This design comes from an exercise in tuning for small area on the open sky130 flow, not from production work.
The RTL was checked by simulation tests, not by an equivalence proof against the original design.

==> flow/design.v (outline; a module is shown in full before it is edited, if it fits) <==
// module col_lut_interp: 5570 lines
// module col_lut_interp_sel: 5 lines
// module col_lut_interp_bsel: 4 lines
// module col_lut_interp_dig: 11 lines
// module col_lut_interp_fa: 5 lines
// module col_lut_interp_ha: 4 lines
// module col_lut_interp_fa1: 4 lines
// module col_lut_interp_xnor2: 3 lines
// module col_lut_interp_nand2: 3 lines
// module col_lut_interp_maj: 3 lines
// module col_lut_interp_and2: 3 lines
// module col_lut_interp_or2: 3 lines
// module col_lut_interp_aoi222: 4 lines
// module col_lut_interp_o21a: 3 lines
module col_lut_interp (
    input  wire        clk,
    input  wire        rst,
    input  wire        in_valid,
    input  wire        size65,
    input  wire [15:0] s_r,
    input  wire [15:0] s_g,
    input  wire [15:0] s_b,
    input  wire [47:0] c0,
    input  wire [47:0] c1,
    input  wire [47:0] c2,
    input  wire [47:0] c3,
    input  wire [47:0] c4,
    input  wire [47:0] c5,
    input  wire [47:0] c6,
    input  wire [47:0] c7,
    output reg         out_valid,
    output reg  [15:0] out_r,
    output reg  [15:0] out_g,
    output reg  [15:0] out_b
);
  // ...
==> flow/flow/run.sh <==
#!/bin/bash
# Own layout flow: the standard layout (standard.sh: the standard
# synthesis and the ORFS steps) with two changes: the port buffers are the
# platform's smallest buffer cell (each port still gets its own buffer), and
# clock tree synthesis uses clkbuf_8 and inserts no dummy loads.
set -euo pipefail
cd "$(dirname "${BASH_SOURCE[0]}")/.."
bash standard.sh \
  "BUFFER_PORTS_ARGS=-buffer_cell sky130_fd_sc_hd__buf_1" \
  "CTS_ARGS=-sink_clustering_enable -repair_clock_nets -dont_use_dummy_load -buf_list sky130_fd_sc_hd__clkbuf_8" \
  finish > flow_make.log 2>&1
==> flow/standard.sh <==
#!/bin/bash
# synth_recipe.tcl (not shown) runs the flow's synth.tcl, then flattens the netlist and writes it again
# the make line also repeats each setting of config.mk as NAME=value (left out here)
make -C /OpenROAD-flow-scripts/flow DESIGN_CONFIG=/design/flow/config.mk WORK_HOME=/design/flow/orfs CLKGATE_MAP_FILE= SYNTH_SCRIPT=/design/flow/synth_recipe.tcl "${@:-finish}"
==> flow/config.mk <==
export PLATFORM = sky130hd
export DESIGN_NAME = col_lut_interp
export DESIGN_NICKNAME = col_lut_interp
export VERILOG_FILES = /design/flow/design.v
export SDC_FILE = /design/flow/constraint.sdc
export NUM_CORES = 4
export LEC_CHECK = 0
export CAP_MARGIN = 20
export CELL_PAD_IN_SITES_DETAIL_PLACEMENT = 1
export CELL_PAD_IN_SITES_GLOBAL_PLACEMENT = 1
export CORE_MARGIN = 2
export CORE_UTILIZATION = 40
export GPL_TIMING_DRIVEN = 0
export PLACE_DENSITY_LB_ADDON = 0.1
export SLEW_MARGIN = 20
export SYNTH_HIERARCHICAL = 1
export SYNTH_MINIMUM_KEEP_SIZE = 0
==> flow/constraint.sdc <==
create_clock -name core_clock -period 20.0 [get_ports {clk}]
set_input_delay 4.0000 -clock core_clock [delete_from_list [all_inputs] [get_ports {clk}]]
set_output_delay 4.0000 -clock core_clock [all_outputs]
set_load 0.01 [all_outputs]
==> results.yml, run 1 <==
outcome:
  run_status: "no timing/DRC/antenna violations"
sta:
  tightest_slew_ns: 1.20
  min_period_ns: 19.64
  worst_slack_ns: 0.361
  hold_viol: 0
  rsz0062_at_grt: "no"
grt:
  grt_max_degree: 23
  grt_usage_pct: 36.4
  busiest_layer: "met2"
  antenna_found_initial: 3
layout:
  stdcell_area_um2: 47700
  fin_nets: 5747
  drive_gt1_share_pct: 9.43
  instances_no_fill: 5437
  diodes: 4
  multi_input_gates: 3134
  seq_area_um2: 1760
  top_regs: "cs_q_0 x29, cs_q_1 x29, cs_q_2 x29"
logic_synthesis:
  synth_most_common_cell: "fa_1"
  synth-simple-area-share_pct: 7.76
  syn-instance-count: 3476
  synth_top_family_by_area: "adder cells"
  ys_seq_area_share_pct: 4.10
  synth_area_leaders: "fa_1 (56%), a222oi_1 (21%), dfxtp_1 (4.1%)"
critical_path:
  critPathKind: "primary input to flop"
  cp-startpoint: "s_r[0]"
  crit_top_cell: "fa_1"
worst_hold_path:
  hold_end: "out_valid$_SDFF_PP0_"
die:
  dieArea_um2: 110000
route:
  vias: 40700
  wl_met3_um: 24700
flow_run:
  drv_cap: 0
clock_network:
  cts.path.max_buffers: 2
==> run 2: changes to the inputs <==
--- a/flow/config.mk
+++ b/flow/config.mk
@@ -13,4 +13,5 @@
 export GPL_TIMING_DRIVEN = 0
 export PLACE_DENSITY_LB_ADDON = 0.1
+export SETUP_SLACK_MARGIN = 0.3
 export SLEW_MARGIN = 20
 export SYNTH_HIERARCHICAL = 1
==> run 2 against run 1 <==
Still clean. Utilization grew 0.085 points. Global-route usage grew 0.082 points. Sequential share of layout area about the same. Area after synthesis did not move. Setup slack better by 0.26 ns. Fmax rose by 1.3%. Final area grew 0.19%. Critical path type unchanged.
==> results.yml, run 2 <==
outcome:
  run_status: "no timing/DRC/antenna violations"
grt:
  grt_max_degree: 23
  antenna_found_initial: 3
  overflow: 0
  grt_pass1_wl_um: 298000
  grt_usage_pct: 36.4
  grt_pass1_vias: 44000
sta:
  max-slew-margin-rel_pct: 23.0
  slew_viol_final: 0
  whs_ns: 3.67
  fmax_ghz: 0.0516
  rsz0062_at_grt: "yes"
  tightest_slew_ns: 1.15
  hold_viol: 0
  min_period_ns: 19.38
  worst_slack_ns: 0.620
  period_share_pct: 96.9
  setup_viol: 0
logic_synthesis:
  syn_nets: 5191
  synthFlopType: "dfxtp_1"
  synth_most_common_cell: "fa_1"
  synth_area_leaders: "fa_1 (56%), a222oi_1 (21%), dfxtp_1 (4.1%)"
  netlist_top_cells_count: "fa_1 (1,206), a222oi_1 (909), nand2_1 (321)"
  synth_edf_count: 0
  ys_seq_area_share_pct: 4.10
  syn_area_um2: 43000
  avgSynthCellArea_um2: 12.4
  yosysTopAreaCell: "fa_1"
  yosysTopAreaCellShare_pct: 56.1
  ys_warn_count: 7
  syn-instance-count: 3476
  ys_ff_latch: 88
  synthArstFlopShare_pct: 0
  yosys.cell_types.count: 73
critical_path:
  cpMaxStageDelayCell: "fa_1"
  critPathLaunchType: "primary input"
  critPathKind: "primary input to flop"
  crit_top_cell: "fa_1"
  cp_top_family: "adder cells"
  worstSetupEndpointType: "flop"
  cp-startpoint: "s_r[0]"
  arrival_ns: 19.74
  worst_ep_required_time_ns: 20.36
  worstSetupPathDepth: 41
  crit_buf_inv: 4
  cpPeakStageDelay_ns: 0.77
  worstPathMaxFanout: 13
placement:
  gp_congestion: 0.959
  dpl.hpwl_um: 158000
  dp_cells: 5405
  pre_cts_ws_ns: -0.664
  port_buffers: 482
die:
  fp.dieW_um: 332
  fp.coreArea_um2: 107000
  die_h_um: 332
  rows: 120
  ios: 485
  start_util_pct: 40.2
  dieArea_um2: 110000
layout:
  instances_no_fill: 5438
  drive_gt1_share_pct: 9.77
  layout_commonest_cell: "fa_1"
  finish.utilization_pct: 44.7
  top_regs: "cs_q_0 x29, cs_q_1 x29, cs_q_2 x29"
  area_delta_synth_final_pct: 11.2
  fin_nets: 5749
  layout.cells.most_common_list: "fa_1 (1,199), a222oi_1 (909), buf_1 (483)"
route:
  routed_wl_um: 204000
  via_per_inst: 7.49
  dr.pass1.iters: 17
  vias: 40700
  ant_nets: 0
  drc: 0
  drtIter0Drc: 10100
  wl_per_cell_um: 37.6
flow_run:
  drv_cap: 0
clock_network:
  ctsRootBufferMaster: "clkbuf_8"
  cts_tree: "yes"
  cts.sinks: 88
  numCtsBuffers: 9
  cts.path.max_buffers: 2
  path_clk_slew_ns: 0.11
  cts-htree-levels: 3
worst_hold_path:
  hold_path_depth: 2
  hp-class: "primary input to flop"
  hp-start: "rst"
## run 2: cell counts after synthesis
Identical to the previous run, type by type.
## run 2: cells by family after synthesis
family,count (synthesis),share of synthesized area [%]
AND/OR/NAND/NOR,626,7.76
AO/OA/AOI/OAI,1117,24.6
flip-flops,88,4.10
adder cells (fa/ha/maj),1313,59.1
multiplexers,11,0.305
XOR/XNOR,66,1.40
buffers and inverters,255,2.71
## run 2: layout make-up
type                            count  area (um^2)
Buffer                             71          477
Inverter                          184          698
Antenna cell                        3         7.51
Timing Repair inverter              1         7.51
Tap cell                         1403         1760
Clock buffer                        9          124
Sequential cell                    88         1760
Fill cell                       11500        59100
Multi-Input combinational cell   3134        40400
Timing Repair Buffer              545         2590
## run 2: timing repair
item | 4_1_cts | 5_1_grt
resized for setup | 6 | 16
endpoints found under the setup margin | 16 | 52
cloned | 1 | 1
buffers inserted | 4 | 14
hold buffers | 0 | 0
pin swaps | 1 | 6
## run 2: metrics by stage
step,cell area (um^2),TNS [ns]
after global routing,47800,0
final,47800,0
after floorplan,43000,0
after global placement,46600,-24.62
after detailed placement,47400,-9.95
after CTS,47600,0
## run 2: final timing paths
check                    to  slack [ns]
min    out_valid$_SDFF_PP0_        3.67
max      cs_q_2[16]$_DFF_P_        0.62
## run 2: modules after synthesis, one instance, submodules excluded
| module | flip-flops and latches | cells | times used | area, um^2 |
|---|---|---|---|---|
| col_lut_interp | 88 | 710 | 1 | 5530 |
| col_lut_interp_dig | 0 | 15 | 9 | 125 |
| col_lut_interp_sel | 0 | 6 | 3 | 48.8 |
| col_lut_interp_bsel | 0 | 4 | 3 | 23.8 |
| col_lut_interp_fa | 0 | 1 | 1206 | 20.0 |
| col_lut_interp_ha | 0 | 1 | 48 | 12.5 |
| col_lut_interp_maj | 0 | 1 | 30 | 11.3 |
| col_lut_interp_aoi222 | 0 | 1 | 909 | 10.0 |
| col_lut_interp_xnor2 | 0 | 1 | 33 | 8.76 |
| col_lut_interp_o21a | 0 | 1 | 45 | 7.51 |
| col_lut_interp_and2 | 0 | 1 | 3 | 6.26 |
| col_lut_interp_or2 | 0 | 1 | 33 | 6.26 |
| col_lut_interp_nand2 | 0 | 1 | 294 | 3.75 |
## run 2: layer usage
| layer | up-vias | wire length (um) | part of all wire [%] | track usage (%) |
|---|---|---|---|---|
| met5 | - | 0 | 0 | 0 |
| met4 | 0 | 9040 | 4.4 | 14.2 |
| met3 | 506 | 25100 | 12 | 9.71 |
| met2 | 3166 | 93300 | 46 | 57.3 |
| met1 | 21600 | 76800 | 38 | 48.2 |
| li1 | 15500 | - | - | - |

==> what the ideal ports hide <==
How much do the figures lean on ideal ports? The routed layouts below were timed once more, with nothing changed but the port constraints.
Step 1, drivers: a clkbuf_16 drives clk and a buf_2 each remaining input, both assumed.
Step 2 times the ports against the registers' clock, not the clock port: input delays grow and output delays shrink by t, the midpoint of the rising clock arrivals with the driver on.
Three values: no drivers, after step 1, after step 2; two values: the first two.
run	t, ns	setup slack, ns	clock arrival spread, ns
run 1	0.551	0.361 / 0.404 / -0.147	0.039 / 0.039
run 2	0.558	0.620 / 0.665 / 0.107	0.040 / 0.040
Met with ideal ports but missed after step 2: setup timing in run 1. For run 2, which loses most, drivers alone change the setup slack by +0.045 ns; drivers and shift together by -0.513 ns.
